From an optimization exercise on the open Yosys and OpenROAD flow, aimed at small area, a short achievable clock period and few clock cycles per item; shortcuts taken in it are not production practice.
The RTL was checked by simulation tests, not by an equivalence proof against the original design.

==> flow/design.v <==
module tmu_stats (
    input  wire         clk,
    input  wire         rst,
    input  wire         in_valid,
    output reg          in_ready,
    input  wire [47:0]  in_count,
    input  wire [95:0]  in_sum,
    input  wire [127:0] in_sumsq,
    output reg          out_valid,
    output reg  [63:0]  out_mean,
    output reg  [63:0]  out_stddev
);
    localparam C = 36;               
    reg  [5:0] ph;                   
    wire       last = in_ready;      
    reg         m_v, m_neg;
    reg  [32:0] m_n;
    reg  [94:0] m_q;
    reg  [63:0] m_s;                 
    reg  [63:0] m_sx;                
    reg  [95:0] m_acc;               
    wire [33:0] m_nx = {1'b0, m_n};
    wire [1:0]  m_n2 = (ph >= 6'd1 && ph <= 6'd17) ? m_nx[2*(ph-1) +: 2] : 2'b00;
    wire [97:0] m_sum = {{2{m_acc[95]}}, m_acc}
                      + (m_n2[0]  ? {3'b0, m_q}       : 98'd0)
                      + (m_n2[1]  ? {2'b0, m_q, 1'b0} : 98'd0)
                      - (m_sx[0]  ? {34'b0, m_s}       : 98'd0)
                      - (m_sx[1]  ? {33'b0, m_s, 1'b0} : 98'd0);
    wire [63:0] m_abs = m_neg ? (64'd0 - m_s) : m_s;
    reg          s_v, s_neg;
    reg  [32:0]  s_n;
    reg  [63:0]  s_s;
    reg  [129:0] s_x;                
    reg  [69:0]  s_r;                
    reg  [70:0]  s_rem;              
    wire [72:0]  s_sh1 = {s_rem, s_x[129:128]};
    wire [73:0]  s_d1  = {1'b0, s_sh1} - {2'b0, s_r, 2'b01};
    wire         s_g1  = ~s_d1[73];
    wire [70:0]  s_m1  = s_g1 ? s_d1[70:0] : s_sh1[70:0];
    wire [69:0]  s_r1  = {s_r[68:0], s_g1};
    wire [72:0]  s_sh2 = {s_m1, s_x[127:126]};
    wire [73:0]  s_d2  = {1'b0, s_sh2} - {2'b0, s_r1, 2'b01};
    wire         s_g2  = ~s_d2[73];
    wire [70:0]  s_m2  = s_g2 ? s_d2[70:0] : s_sh2[70:0];
    reg          q_v, q_neg, q_sex;
    reg  [32:0]  q_n;
    reg  [37:0]  q_qm, q_qs;         
    reg  [32:0]  q_rm, q_rs;         
    function [71:0] dstep;           
        input [32:0] rem;
        input [37:0] dq;
        input [32:0] dv;
        reg   [33:0] sh;
        reg   [34:0] d;
        reg   [32:0] r1;
        reg   [37:0] q1;
        begin
            sh = {rem, dq[37]};
            d  = {1'b0, sh} - {2'b0, dv};
            r1 = d[34] ? sh[32:0] : d[32:0];
            q1 = {dq[36:0], ~d[34]};
            sh = {r1, q1[37]};
            d  = {1'b0, sh} - {2'b0, dv};
            dstep = {d[34] ? sh[32:0] : d[32:0], q1[36:0], ~d[34]};
        end
    endfunction
    wire [70:0] q_stm = dstep(q_rm, q_qm, q_n);
    wire [70:0] q_sts = dstep(q_rs, q_qs, q_n);
    function [63:0] round_t;
        input [36:0] t;
        input        exact;
        begin
            round_t = {28'd0, t[36:1]} + {63'd0, t[0] & ~(exact & ~t[1])};
        end
    endfunction
    wire        q_zero = (q_n == 33'd0);
    wire [63:0] q_mabs = round_t(q_qm[36:0], q_rm == 33'd0);
    wire [63:0] q_mean = q_neg ? (64'd0 - q_mabs) : q_mabs;
    wire [63:0] q_sd   = round_t(q_qs[36:0], q_sex && (q_rs == 33'd0));
    always @(posedge clk) begin
        if (rst) begin
            ph        <= 6'd0;
            in_ready  <= 1'b0;
            m_v       <= 1'b0;
            s_v       <= 1'b0;
            q_v       <= 1'b0;
            out_valid <= 1'b0;
        end else begin
            ph        <= last ? 6'd0 : ph + 6'd1;
            in_ready  <= (ph == C - 2);
            out_valid <= last & q_v;
            m_v       <= last ? in_valid : m_v;
            s_v       <= last ? m_v : s_v;
            q_v       <= last ? s_v : q_v;
        end
    end
    always @(posedge clk) begin
        out_mean   <= q_zero ? 64'd0 : q_mean;
        out_stddev <= q_zero ? 64'd0 : q_sd;
        if (last) begin
            m_n   <= in_count[32:0];
            m_q   <= in_sumsq[94:0];
            m_s   <= in_sum[63:0];
            m_neg <= in_sum[95];
            s_n   <= m_n;
            s_s   <= m_s;
            s_neg <= m_neg;
            s_x   <= {3'b0, m_acc[62:0], m_sx};
            s_r   <= 70'd0;
            s_rem <= 71'd0;
            q_n   <= s_n;
            q_neg <= s_neg;
            q_sex <= (s_rem == 71'd0);
            q_rm  <= {2'b0, s_s[63:33]};
            q_qm  <= {s_s[32:0], 5'd0};
            q_rs  <= {1'b0, s_r[69:38]};
            q_qs  <= s_r[37:0];
        end else begin
            if (ph == 6'd0) begin
                m_s   <= m_abs;
                m_sx  <= m_abs;
                m_acc <= 96'd0;
            end else if (ph <= 6'd32) begin
                m_acc <= m_sum[97:2];
                m_sx  <= {m_sum[1:0], m_sx[63:2]};
            end
            if (ph <= 6'd34) begin
                s_x   <= {s_x[125:0], 4'd0};
                s_r   <= {s_r[67:0], s_g1, s_g2};
                s_rem <= s_m2;
            end
            if (ph <= 6'd18) begin
                {q_rm, q_qm} <= q_stm;
                {q_rs, q_qs} <= q_sts;
            end
        end
    end
endmodule
==> flow/run.sh <==
#!/bin/bash
# synth_recipe.tcl (not shown) runs the flow's synth.tcl, then flattens the netlist and writes it again
# the make line also repeats each setting of config.mk as NAME=value (left out here)
make -C /OpenROAD-flow-scripts/flow DESIGN_CONFIG=/design/flow/config.mk WORK_HOME=/design/flow/orfs CLKGATE_MAP_FILE= SYNTH_SCRIPT=/design/flow/synth_recipe.tcl finish
==> flow/config.mk <==
export PLATFORM = sky130hd
export DESIGN_NAME = tmu_stats
export DESIGN_NICKNAME = tmu_stats
export VERILOG_FILES = /design/flow/design.v
export SDC_FILE = /design/flow/constraint.sdc
export NUM_CORES = 4
export LEC_CHECK = 0
export CAP_MARGIN = 20
export CORE_MARGIN = 2
export CORE_UTILIZATION = 40
export SLEW_MARGIN = 20
==> flow/constraint.sdc <==
create_clock -name core_clock -period 10.0 [get_ports {clk}]
set_input_delay 2.0000 -clock core_clock [delete_from_list [all_inputs] [get_ports {clk}]]
set_output_delay 2.0000 -clock core_clock [all_outputs]
set_load 0.01 [all_outputs]
==> results of run 1 <==
==> worst reg2reg max path: cells and delay by family (launching register included) <==
| kind | cells | cell delay (ns) |
|---|---|---|
| compound gates | 19 | 5.29 |
| fa+ha+maj | 2 | 0.81 |
| buf+inv | 3 | 0.79 |
| simple gates | 3 | 0.73 |
| flops | 1 | 0.67 |
| mux | 1 | 0.42 |
==> routing by layer <==
| layer | wire, um | up-vias | GRT usage [%] | part of all wire, % |
|---|---|---|---|---|
| met1 | 91000 | 27300 | 29.5 | 44 |
| met3 | 9190 | 310 | 2.42 | 4.5 |
| met2 | 98700 | 1449 | 37.4 | 48 |
| met5 | 0 | - | 0 | 0 |
| met4 | 7230 | 0 | 7.71 | 3.5 |
| li1 | - | 27400 | - | - |
==> synthesized netlist by cell type, drive strengths merged, types with 9 or more instances <==
library cell / number / share of area [%]
nand2: 1010 / 5.3
edfxtp: 747 / 31
inv: 663 / 3.5
a21oi: 634 / 4.4
nor2: 570 / 3.0
ha: 412 / 7.2
o21ai: 393 / 2.8
clkbuf: 308 / 1.6
xnor2: 282 / 3.4
dfxtp: 264 / 7.4
mux2: 250 / 3.9
fa: 228 / 6.4
and2: 226 / 2.0
a21o: 202 / 2.1
xor2: 195 / 2.4
nand3: 110 / 0.77
nand4: 109 / 0.95
nor3: 99 / 0.70
o21a: 91 / 0.95
o21bai: 80 / 0.84
a211oi: 78 / 0.83
buf: 69 / 0.56
nor4: 67 / 0.58
o31ai: 59 / 0.62
nor2b: 51 / 0.44
or3: 49 / 0.43
and3: 48 / 0.42
nand2b: 47 / 0.41
a311oi: 37 / 0.54
a31oi: 37 / 0.32
o211ai: 29 / 0.30
or4: 23 / 0.25
or2: 22 / 0.19
mux2i: 21 / 0.29
a211o: 17 / 0.21
o31a: 17 / 0.21
a21boi: 16 / 0.17
o41ai: 16 / 0.20
o2111ai: 15 / 0.18
a2111oi: 14 / 0.21
and4: 13 / 0.16
a31o: 11 / 0.13
mux4: 10 / 0.31
o221ai: 9 / 0.11
==> cell usage in the layout (no fill, tap or decap), types with 202 or more instances in the layout <==
cell and instances:
mux2_2 250, edfxtp_1 747, nand2_1 1006, ha_1 412, o21ai_0 387, inv_1 660, and2_1 224, a21oi_1 631
a21o_1 202, nor2_1 568, fa_1 228, dfxtp_1 263, xnor2_1 282, clkdlybuf4s50_1 298
==> worst paths after layout <==
check / startpoint / endpoint / cells after the start
setup reg to reg: q_n[1] / q_rs[6] / 28
hold reg to reg: s_n[21] / q_n[21] / 0
hold / removal: s_n[21] / q_n[21] / 0
setup / recovery: q_n[1] / q_rs[6] / 28
==> state kept, by name, summed over array words and instances (netlist names), 6 cells and up <==
| register | flops |
|---|---|
| s_x | 130 |
| m_acc | 96 |
| m_q | 95 |
| s_rem | 71 |
| s_r | 70 |
| m_s | 64 |
| m_sx | 64 |
| out_mean | 64 |
| s_s | 64 |
| q_qm | 38 |
| q_qs | 38 |
| out_stddev | 37 |
| m_n | 33 |
| q_n | 33 |
| q_rm | 33 |
| q_rs | 33 |
| s_n | 33 |
| ph | 6 |
==> final cells by class <==
cell class,count,area (um2),area share [%]
diodes,1,2.50,0.00309
clock buffers,155,3230,4.00
clock inverters,62,727,0.899
inverters,663,2500,3.09
multi-input cells,5724,40300,49.8
flip-flops and latches,1011,27700,34.3
well taps,2355,2950,3.64
repair buffers,356,3470,4.29
==> logic make-up (layout without fill, tap and decap cells) <==
group	after synthesis	count (layout)
AND/OR/NAND/NOR	2470	2470
AO/OA/AOI/OAI	1829	1829
buffers and inverters	1040	1236
flip-flops	1011	1011
adder cells (fa/ha/maj)	640	640
XOR/XNOR	477	477
multiplexers	281	281
other	1	28
==> summary.txt, run 1 <==
Syn Area/Cell=9.27 um2; # setup viols final=0; TritonCTS clock tree=yes; dpl ws=1.08 ns; Crit-path slowest cell=a21oi_4; final setup margin=about 1.0 ns; setup skew after layout=about 0.087 ns; io pins=405; first-pass GRT wire length=320,000 um; row cnt=155; CTS Buffer Depth=3; Final Critical Period=8.99 ns; DP HPWL=~160,000 um; mux contribution to synthesized area=~4.5%; Yosys reg bits=1,011; Adder-Cell Fraction of Synth Area=13.5%; main combinational cell family by area after synthesis=compound AO/OA/AOI/OAI gates; Post-CTS Resized=0; Residual DRC=0; status=timing/DRC/antenna clean; largest net degree at the start of global routing=155; Nets=8,787; Congestion Overflow GR=0; Placer Congestion=0.931; core area=approximately 180,000 um2; period utilization=89.9%; CP most frequent cell=o21ai_0; asr flop ratio synth=0%; Via density=5.47; post-route insts no fill=10,300; Simple-Gate Fraction of Synth Area=~16%; hold_buf cts=0; Crit Path Class=reg -> reg; final WL=206,000 um; worst hold slack=0.421 ns; Die Span Y=about 430 um; Initial Utilization=40.3%; Crit Path Max Fanout=33; startpoint types=flop; Synth Warn #=1; complex-gate fraction of the synthesized area=16.0%; worst path buffer plus inverter count=3; share of layout cells above drive strength 1=about 7.2%; mapped cell area=just over 70,000 um2; dpl cells=10,100; number of global-route vias before repair=~56,000; Synth Flop Type=edfxtp_1; # fillers=17,100; Syn Inst Count=a little under 8,000; final hold vios=0; crit path DAT=9.48 ns; placed cell area=76,900 um2; H-tree Lvls=3; die area=roughly 180,000 um2; Final Slew Violations=0; CTS clk-pin slew, worst paths=0.07 ns; DRT iter0 DRCs=~4,000; Final ANT Viol Nets=0; clock buffer count from CTS=roughly 120; reg2reg setup slack=slightly above 1 ns; # Post-CTS Setup Buffers=0; WP data required=10.49 ns; via count=56,500; Tightest Hold Check Type=reg -> reg; Pre-antenna DRT Iters=6; fmax=111 MHz; initial antenna violation count=6; EDFF count, synth=around 750; Root Buffer=clkbuf_16; peak per-stage delay on the critical path=0.75 ns; Final Util=approximately 45%; die width=428 um; GRT Resource Usage Total=22.2%; Max Cap Viol=0; Sink Count=1,011; Synth Area in XOR/XNOR=5.82%; RSZ-0062 raised after global routing=no; worst skew pair latency=between 0.7 and 0.8 ns; Largest delay share family, worst path=compound AO/OA/AOI/OAI gates; # port buffers=298; Area Overhead vs Synth=12.6%; Slew Limit Headroom=29.8%; WL per Instance=20.0 um; Crit. End Element=flop; worst slew pin tran=approximately 1.0 ns; sequential share of the synthesized area=between 30% and 40%; setup total negative slack=0 ns; fin area=around 81,000 um2; Yosys cell types=92
Testbench counts, summed over its fixed seeds: cycles 86,992, items 2,400.
==> run 2: changes to the inputs <==
==> flow/design.v (replaced) <==
module tmu_stats (
    input  wire         clk,
    input  wire         rst,
    input  wire         in_valid,
    output reg          in_ready,
    input  wire [47:0]  in_count,
    input  wire [95:0]  in_sum,
    input  wire [127:0] in_sumsq,
    output reg          out_valid,
    output wire [63:0]  out_mean,
    output wire [63:0]  out_stddev
);
    localparam C = 72;               
    reg  [6:0] ph;                   
    wire       last = in_ready;      
    reg         m_v, m_sgn;
    reg  [32:0] m_n;                 
    reg  [94:0] m_q;
    reg  [63:0] m_u;
    reg  [70:0] m_ux;                
    reg  [96:0] m_acc;               
    wire        in_sgn = in_sum[95];
    wire [63:0] in_u   = in_sum[63:0] ^ {64{in_sgn}};
    wire        m_nb   = m_n[0] & (ph < 7'd33);
    wire [97:0] m_sum  = {m_acc[96], m_acc}
                       + (m_nb    ? {3'b0, m_q}  : 98'd0)
                       - (m_ux[0] ? {34'b0, m_u} : 98'd0);
    reg          s_v, s_sgn;
    reg  [32:0]  s_n;
    reg  [63:0]  s_u;
    reg  [131:0] s_x;                
    reg  [70:0]  s_r;                
    reg  [70:0]  s_rem;              
    wire [72:0]  s_sh = {s_rem, s_x[131:130]};
    wire [73:0]  s_d  = {1'b0, s_sh} - {1'b0, s_r, 2'b01};
    wire         s_g  = ~s_d[73];
    wire [63:0]  s_abs = s_u + {63'd0, s_sgn};
    reg          q_v, q_sgn, q_sex;
    reg  [32:0]  q_n;
    reg  [37:0]  q_qm, q_qs;         
    reg  [32:0]  q_rm, q_rs;         
    wire [33:0]  q_shm = {q_rm, q_qm[37]};
    wire [34:0]  q_dm  = {1'b0, q_shm} - {2'b0, q_n};
    wire [33:0]  q_shs = {q_rs, q_qs[37]};
    wire [34:0]  q_ds  = {1'b0, q_shs} - {2'b0, q_n};
    function [36:0] round_t;
        input [36:0] t;
        input        exact;
        begin
            round_t = {1'b0, t[36:1]} + {36'd0, t[0] & ~(exact & ~t[1])};
        end
    endfunction
    wire        q_zero = (q_n == 33'd0);
    wire [36:0] q_mabs = round_t(q_qm[36:0], q_rm == 33'd0);
    wire [36:0] q_sd   = round_t(q_qs[36:0], q_sex && (q_rs == 33'd0));
    reg  [36:0] o_mean;
    reg  [35:0] o_sd;
    assign out_mean   = {{27{o_mean[36]}}, o_mean};
    assign out_stddev = {28'd0, o_sd};
    always @(posedge clk) begin
        if (rst) begin
            ph        <= 7'd0;
            in_ready  <= 1'b0;
            m_v       <= 1'b0;
            s_v       <= 1'b0;
            q_v       <= 1'b0;
            out_valid <= 1'b0;
        end else begin
            ph        <= last ? 7'd0 : ph + 7'd1;
            in_ready  <= (ph == C - 2);
            out_valid <= q_v && (ph == 7'd38);
            m_v       <= last ? in_valid : m_v;
            s_v       <= last ? m_v : s_v;
            q_v       <= last ? s_v : q_v;
        end
    end
    always @(posedge clk) begin
        o_mean <= q_zero ? 37'd0 : (q_sgn ? (37'd0 - q_mabs) : q_mabs);
        o_sd   <= q_zero ? 36'd0 : q_sd[35:0];
        if (last) begin
            m_n   <= in_count[32:0];
            m_q   <= in_sumsq[94:0];
            m_u   <= in_u;
            m_sgn <= in_sgn;
            m_ux  <= {7'd0, in_u};
            m_acc <= in_sgn ? {{32{1'b1}}, in_sum[63:0], 1'b1} : 97'd0;
            s_n   <= m_n;
            s_u   <= m_u;
            s_sgn <= m_sgn;
            s_x   <= {5'b0, m_acc[55:0], m_ux};
            s_r   <= 71'd0;
            s_rem <= 71'd0;
            q_n   <= s_n;
            q_sgn <= s_sgn;
            q_sex <= (s_rem == 71'd0);
            q_rm  <= {2'b0, s_abs[63:33]};
            q_qm  <= {s_abs[32:0], 5'd0};
            q_rs  <= s_r[70:38];
            q_qs  <= s_r[37:0];
        end else begin
            if (ph < 7'd33)
                m_n <= {m_n[0], m_n[32:1]};
            m_acc <= m_sum[97:1];
            m_ux  <= {m_sum[0], m_ux[70:1]};
            s_x   <= {s_x[129:0], 2'd0};
            s_r   <= {s_r[69:0], s_g};
            s_rem <= s_g ? s_d[70:0] : s_sh[70:0];
            q_rm  <= q_dm[34] ? q_shm[32:0] : q_dm[32:0];
            q_qm  <= {q_qm[36:0], ~q_dm[34]};
            q_rs  <= q_ds[34] ? q_shs[32:0] : q_ds[32:0];
            q_qs  <= {q_qs[36:0], ~q_ds[34]};
        end
    end
endmodule
--- a/flow/config.mk
+++ b/flow/config.mk
@@ -5,7 +5,9 @@
 export SDC_FILE = /design/flow/constraint.sdc
 export NUM_CORES = 4
 export LEC_CHECK = 0
+export ABC_CLOCK_PERIOD_IN_PS = 3000
 export CAP_MARGIN = 20
 export CORE_MARGIN = 2
 export CORE_UTILIZATION = 40
+export SETUP_SLACK_MARGIN = 5
 export SLEW_MARGIN = 20
==> summary.txt, run 2 <==
Hold Path Origin=s_n[19]; TritonCTS clock tree=yes; crit-path cells=nor3_4 -> nand2_1 -> a21oi_2 -> buf_6 -> and2_4 -> buf_4 -> buf_12 -> nand2_1 -> fa_1 -> inv_1 -> ha_1 -> a21oi_1 -> o21ai_1 -> a21bo_2 -> a21o_1 -> a31o_2 -> a41o_2 -> o2111ai_2 -> a21oi_1 -> o21a_1 -> o31ai_1; die area=139,000 um2; largest net degree at the start of global routing=roughly 140; Slew Limit Headroom=30.5%; top flop regs=s_x (132), m_acc (97), m_q (95); EDFF count, synth=between 300 and 400; Crit Path Max Fanout=7; share of layout cells above drive strength 1=10.3%; Crit Path Class=reg -> reg; crit path DAT=5.53 ns; worst skew pair latency=between 0.7 and 0.8 ns; die width=372 um; row cnt=between 100 and 150; Final Critical Period=4.87 ns; status=timing/DRC/antenna clean; final setup margin=5.13 ns; Nets=6,558; Synth Warn #=1; CTS clk-pin slew, worst paths=0.06 ns; DRT iter0 DRCs=2,437; Root Buffer=clkbuf_16; asr flop ratio synth=0%; period utilization=48.7%; Syn Area/Cell=9.53 um2; Synth top cells by count=dfxtp_1, nand2_1, inv_1; Biggest register=s_x; R2R depth=21; dpl ws=around 3.3 ns; Max Cap Viol=0; # fillers=12,800; Residual DRC=0; Congestion Overflow GR=0; Via density=5.26; Syn Inst Count=5,688; fin area=62,800 um2; DP HPWL=between 100,000 and 150,000 um; fmax=205 MHz; Initial Utilization=40.2%; Worst Hold Depth=0; Sink Count=995; Worst R2R End=m_acc[63]; Tightest Hold Check Type=reg -> reg; Pre-antenna DRT Iters=5; Crit. End Element=flop; io pins=~410; Area Overhead vs Synth=15.8%; max reg flops=132; setup total negative slack=0 ns; first-pass GRT wire length=225,000 um; mapped cell area=54,200 um2; Synth Flop Type=dfxtp_1; post-route insts no fill=7,757; Yosys reg bits=~1,000; hold_buf cts=0; GRT Resource Usage Total=20.6%; worst hold slack=a little over 0.4 ns; final WL=between 100,000 and 150,000 um; share of the synthesized area in the top cell type=about 25%; cell taking the most area after synthesis=dfxtp_1; RSZ-0062 raised after global routing=yes; core area=135,000 um2; Final Util=46.5%; Die Span Y=372 um; WP data required=10.66 ns; Final ANT Viol Nets=0; Placer Congestion=0.938; worst slew pin tran=between 1 and 1.5 ns; sequential share of the synthesized area=approximately 43%; final hold vios=0; dpl cells=7,516; # setup viols final=0; WL per Instance=18.9 um; count leader, synth=dfxtp_1; setup skew after layout=0.0567 ns; worst r2r src=ph[1]; top cells by area, synth=dfxtp_1, edfxtp_1, ha_1; startpoint types=flop; Yosys cell types=96; clock buffer count from CTS=108; Final Slew Violations=0; hold path endpoint=q_n[19]; leading cell type in the layout, fill and taps excluded=dfxtp_1; via count=40,800; H-tree Lvls=3; # port buffers=297; initial antenna violation count=8; Crit-path slowest cell=fa_1; placed cell area=58,400 um2; CTS Buffer Depth=3; most frequent cells in the layout=dfxtp_1, inv_1, nand2_1; peak per-stage delay on the critical path=0.51 ns; number of global-route vias before repair=40,000; reg2reg setup slack=about 5 ns
==> run 2: cell count changes in the layout (fill, tap and decap cells not counted), sizes merged, moves of 174 or more <==
| cell | previous run | this run |
|---|---|---|
| nand2 | 1010 | 458 |
| dfxtp | 264 | 669 |
| inv | 671 | 462 |
| edfxtp | 747 | 326 |
| nor2 | 570 | 396 |
| a21oi | 634 | 413 |
==> run 2: worst max path at each step <==
| stage | startpoint | endpoint | depth (start not counted) |
|---|---|---|---|
| final | ph[1] | m_acc[63] | 21 |
| after global routing | ph[1] | m_acc[82] | 22 |
| after CTS | ph[2] | m_acc[94] | 23 |
| after detailed placement | ph[0] | m_acc[92] | 19 |
| after global placement | ph[2] | m_acc[92] | 19 |
| after floorplan | ph[0] | m_acc[92] | 21 |
==> run 2: critical path, delay by kind of cell, from the launching register on <==
kind	cells	cell delay, ns
AOI/OAI and AO/OA	11	2.48
adders and majority gates	2	0.87
and+or+nand+nor	4	0.59
buffers and inverters	4	0.50
DFF	1	0.35
==> run 2: kinds of logic (layout without fill, tap and decap cells) <==
group | Yosys count | after routing | share of synthesized area, %
other | 1 | 31 | 0.00692
and+or+nand+nor | 1568 | 1571 | 14.0
buffers and inverters | 766 | 1021 | 5.80
DFF | 995 | 995 | 42.8
adders and majority gates | 404 | 404 | 10.2
muxes | 373 | 373 | 7.50
AOI/OAI and AO/OA | 1229 | 1229 | 14.0
xor gates and xnor gates | 352 | 352 | 5.69
==> run 2: cell type report <==
type	instances	area [um2]	share of cell area, %
Sequential cell	995	23200	36.9
Multi-Input combinational cell	3957	28400	45.3
Inverter	457	1720	2.73
Timing Repair Buffer	360	3570	5.68
Tap cell	1781	2230	3.55
Antenna cell	3	7.51	0.0120
Clock inverter	50	527	0.839
Clock buffer	154	3120	4.97
==> run 2: layer usage <==
layer  share of wire, %  global-route usage, %  vias to the layer above
li1                   -                      -                    20300
met1                 45                   26.5                    19400
met2                 49                   35.7                      835
met3                3.8                   2.71                      228
met4                3.1                   6.53                        2
met5             0.0055                      0                        -
==> run 2: timing repair <==
action | 4_1_cts | 5_1_grt
cloned | 3 | 1
hold endpoints to repair | 0 | 0
pin swaps | 11 | 23
setup endpoints to repair | 70 | 48
buffers inserted | 19 | 10
gates resized for setup | 45 | 61
Testbench counts of run 2, summed over its fixed seeds: cycles 173,704, items 2,400.
==> run 3: changes to the inputs <==
==> flow/flow/run.sh (new file) <==
#!/bin/bash
# Standard synthesis, then the standard layout with a larger setup margin
# for repair_timing (the SDC is unchanged).
set -euo pipefail
bash standard.sh synth > synth.log 2>&1
bash standard.sh SETUP_SLACK_MARGIN=6.5 finish > layout.log 2>&1
==> flow/standard.sh (new file) <==
#!/bin/bash
# synth_recipe.tcl (not shown) runs the flow's synth.tcl, then flattens the netlist and writes it again
# the make line also repeats each setting of config.mk as NAME=value (left out here)
make -C /OpenROAD-flow-scripts/flow DESIGN_CONFIG=/design/flow/config.mk WORK_HOME=/design/flow/orfs CLKGATE_MAP_FILE= SYNTH_SCRIPT=/design/flow/synth_recipe.tcl "${@:-finish}"
--- a/flow/config.mk
+++ b/flow/config.mk
@@ -9,5 +9,4 @@
 export CAP_MARGIN = 20
 export CORE_MARGIN = 2
 export CORE_UTILIZATION = 40
-export SETUP_SLACK_MARGIN = 5
 export SLEW_MARGIN = 20
removed: flow/run.sh
==> summary.txt, run 3 <==
top cells by area, synth=dfxtp_1, edfxtp_1, ha_1; sequential share of the synthesized area=42.8%; # port buffers=297; startpoint types=flop; share of layout cells above drive strength 1=20.4%; CTS Buffer Depth=3; Yosys reg bits=995; Initial Utilization=40.2%; Synth Flop Type=dfxtp_1; Area Overhead vs Synth=26.3%; Residual DRC=0; GRT Resource Usage Total=a little over a fifth; Yosys cell types=96; H-tree Lvls=3; DRT iter0 DRCs=around 2,600; DP HPWL=110,000 um; core area=135,000 um2; fmax=209 MHz; via count=42,700; count leader, synth=dfxtp_1; Nets=6,763; final WL=roughly 160,000 um; # setup viols final=0; share of the synthesized area in the top cell type=24.7%; io pins=just over 400; Syn Area/Cell=9.53 um2; max reg flops=132; Largest delay share family, worst path=compound AO/OA/AOI/OAI gates; Crit. End Element=flop; die width=approximately 370 um; leading cell type in the layout, fill and taps excluded=dfxtp_1; Crit-path slowest cell=fa_1; Via density=around 5.4; Final Util=roughly half; Crit Path Class=reg -> reg; crit path DAT=5.36 ns; CTS clk-pin slew, worst paths=0.06 ns; Final Critical Period=4.79 ns; area taken by multi-input logic gates=roughly 32,000 um2; Congestion Overflow GR=0; EDFF count, synth=326; mapped cell area=54,200 um2; Root Buffer=clkbuf_16; cell taking the most area after synthesis=dfxtp_1; FF+latch area=23,200 um2; final hold vios=0; first-pass GRT wire length=237,000 um; period utilization=47.9%; Syn Inst Count=5,688; clock buffer count from CTS=110; Pre-antenna DRT Iters=5; WL per Instance=between 15 and 20 um; worst slew pin tran=1.22 ns; reg2reg setup slack=5.21 ns; number of global-route vias before repair=41,800; worst skew pair latency=about 0.73 ns; initial antenna violation count=6; RSZ-0062 raised after global routing=yes; top flop regs=s_x (132), m_acc (97), m_q (95); Die Span Y=between 300 and 400 um; WP data required=between 10 and 15 ns; row cnt=135; Max Cap Viol=0; crit-path cells=nor3_2 -> nand2_1 -> a21oi_2 -> buf_12 -> and2_4 -> buf_12 -> nand2_4 -> fa_1 -> inv_2 -> ha_4 -> o211ai_1 -> o21ai_2 -> o2111ai_4 -> a2111o_1 -> a2111oi_4 -> buf_6 -> a21oi_4 -> o21ai_4 -> a21o_4 -> and3_4 -> o21ai_2; die area=between 100,000 and 150,000 um2; most frequent cells in the layout=dfxtp_1, inv_1, nand2_1; setup total negative slack=0 ns; status=timing/DRC/antenna clean; Biggest register=s_x; peak per-stage delay on the critical path=0.51 ns; worst hold slack=about 0.42 ns; Final ANT Viol Nets=0; worst path buffer plus inverter count=4; largest net degree at the start of global routing=146; asr flop ratio synth=0%; TritonCTS clock tree=yes; Synth Warn #=1; Final Slew Violations=0; Placer Congestion=0.914; setup skew after layout=0.0536 ns; Crit Path Max Fanout=7; Tightest Hold Check Type=reg -> reg; # fillers=12,100; Slew Limit Headroom=19.0%; Synth top cells by count=dfxtp_1, nand2_1, inv_1; Sink Count=995
==> run 3: area by class of cell <==
cell class                 count  area share, %
antenna                        2        0.00731
clock inverter                59          0.884
multi-input combinational   3959           46.8
sequential                   995           33.9
timing repair buffer         561           8.21
tap                         1781           3.25
inverter                     457           2.51
clock buffer                 150           4.49
==> run 3: final timing paths <==
kind          start        end  cells past startpoint
max           ph[2]  m_acc[96]                     21
min          s_n[0]     q_n[0]                      0
max reg2reg   ph[2]  m_acc[96]                     21
min reg2reg  s_n[0]     q_n[0]                      0
==> run 3: logic make-up (layout without fill, tap and decap cells) <==
| kind of cell | Yosys count | count (layout) | share of synthesized area (%) |
|---|---|---|---|
| adder cells (fa/ha/maj) | 404 | 404 | 10.2 |
| flip-flops | 995 | 995 | 42.8 |
| buffers and inverters | 766 | 1227 | 5.80 |
| AND/OR/NAND/NOR | 1568 | 1572 | 14.0 |
| AO/OA/AOI/OAI | 1229 | 1230 | 14.0 |
| other | 1 | 30 | 0.00692 |
| multiplexers | 373 | 373 | 7.50 |
| XOR/XNOR | 352 | 352 | 5.69 |
==> run 3: routing by layer <==
layer  part of all wire (%)  vias up  track usage, %  routed length (um)
met1                     44    20600            28.7               68800
met4                    3.1        0            6.33                4870
met2                     48     1062            37.0               75000
met3                    4.5      268            2.82                7020
li1                       -    20800               -                   -
met5                      0        -               0                   0
==> run 3: worst reg2reg max path, cell delays in order, from the launching register on <==
cell       delay, ns
dfxtp_4         0.34
nor3_2          0.14
nand2_1         0.08
a21oi_2         0.20
buf_12          0.18
and2_4          0.23
buf_12          0.17
nand2_4         0.06
fa_1            0.51
inv_2           0.05
ha_4            0.26
o211ai_1        0.10
o21ai_2         0.28
o2111ai_4       0.16
a2111o_1        0.50
a2111oi_4       0.39
buf_6           0.17
a21oi_4         0.08
o21ai_4         0.28
a21o_4          0.22
and3_4          0.19
o21ai_2         0.05
==> run 3: through the flow <==
step,worst slack (ns),cell area (um2),std cells
2_1_floorplan,5.67,56300,5715
3_3_place_gp,3.66,59600,7514
3_5_place_dp,3.59,59600,7514
4_1_cts,5.23,66300,7869
5_1_grt,4.98,68500,7962
6_report,5.21,68500,7964
==> run 3: timing repair <==
| action | CTS | global route |
|---|---|---|
| endpoints found under the setup margin | 406 | 322 |
| pin swaps | 130 | 159 |
| gates cloned | 13 | 7 |
| gates resized for setup | 616 | 394 |
| hold buffers | 0 | 0 |
| buffers inserted | 133 | 86 |

-- port drivers added, routing unchanged --
No port has a modelled driver above. Below, the same layouts with a new extraction and two added sets of constraints. Step 1 assumes that a clkbuf_16 drives the clock port and a buf_2 every other input. Step 2 also shifts input and output timing later by t, the mid clock arrival at the registers, as if the neighbouring blocks saw the same clock. a / b / c = ideal / step 1 / step 2; a / b = the first two.
run | t, ns | setup WS [ns] | clock arrival spread, ns | cell pins on the clock port's net
run 1 | 0.838 | 1.015 / 1.015 / 1.015 | 0.092 / 0.092 | 1
run 2 | 0.786 | 5.130 / 5.130 / 5.130 | 0.059 / 0.059 | 1
run 3 | 0.786 | 5.212 / 5.212 / 5.212 | 0.056 / 0.056 | 1
After both steps setup and hold are still met in every run listed.
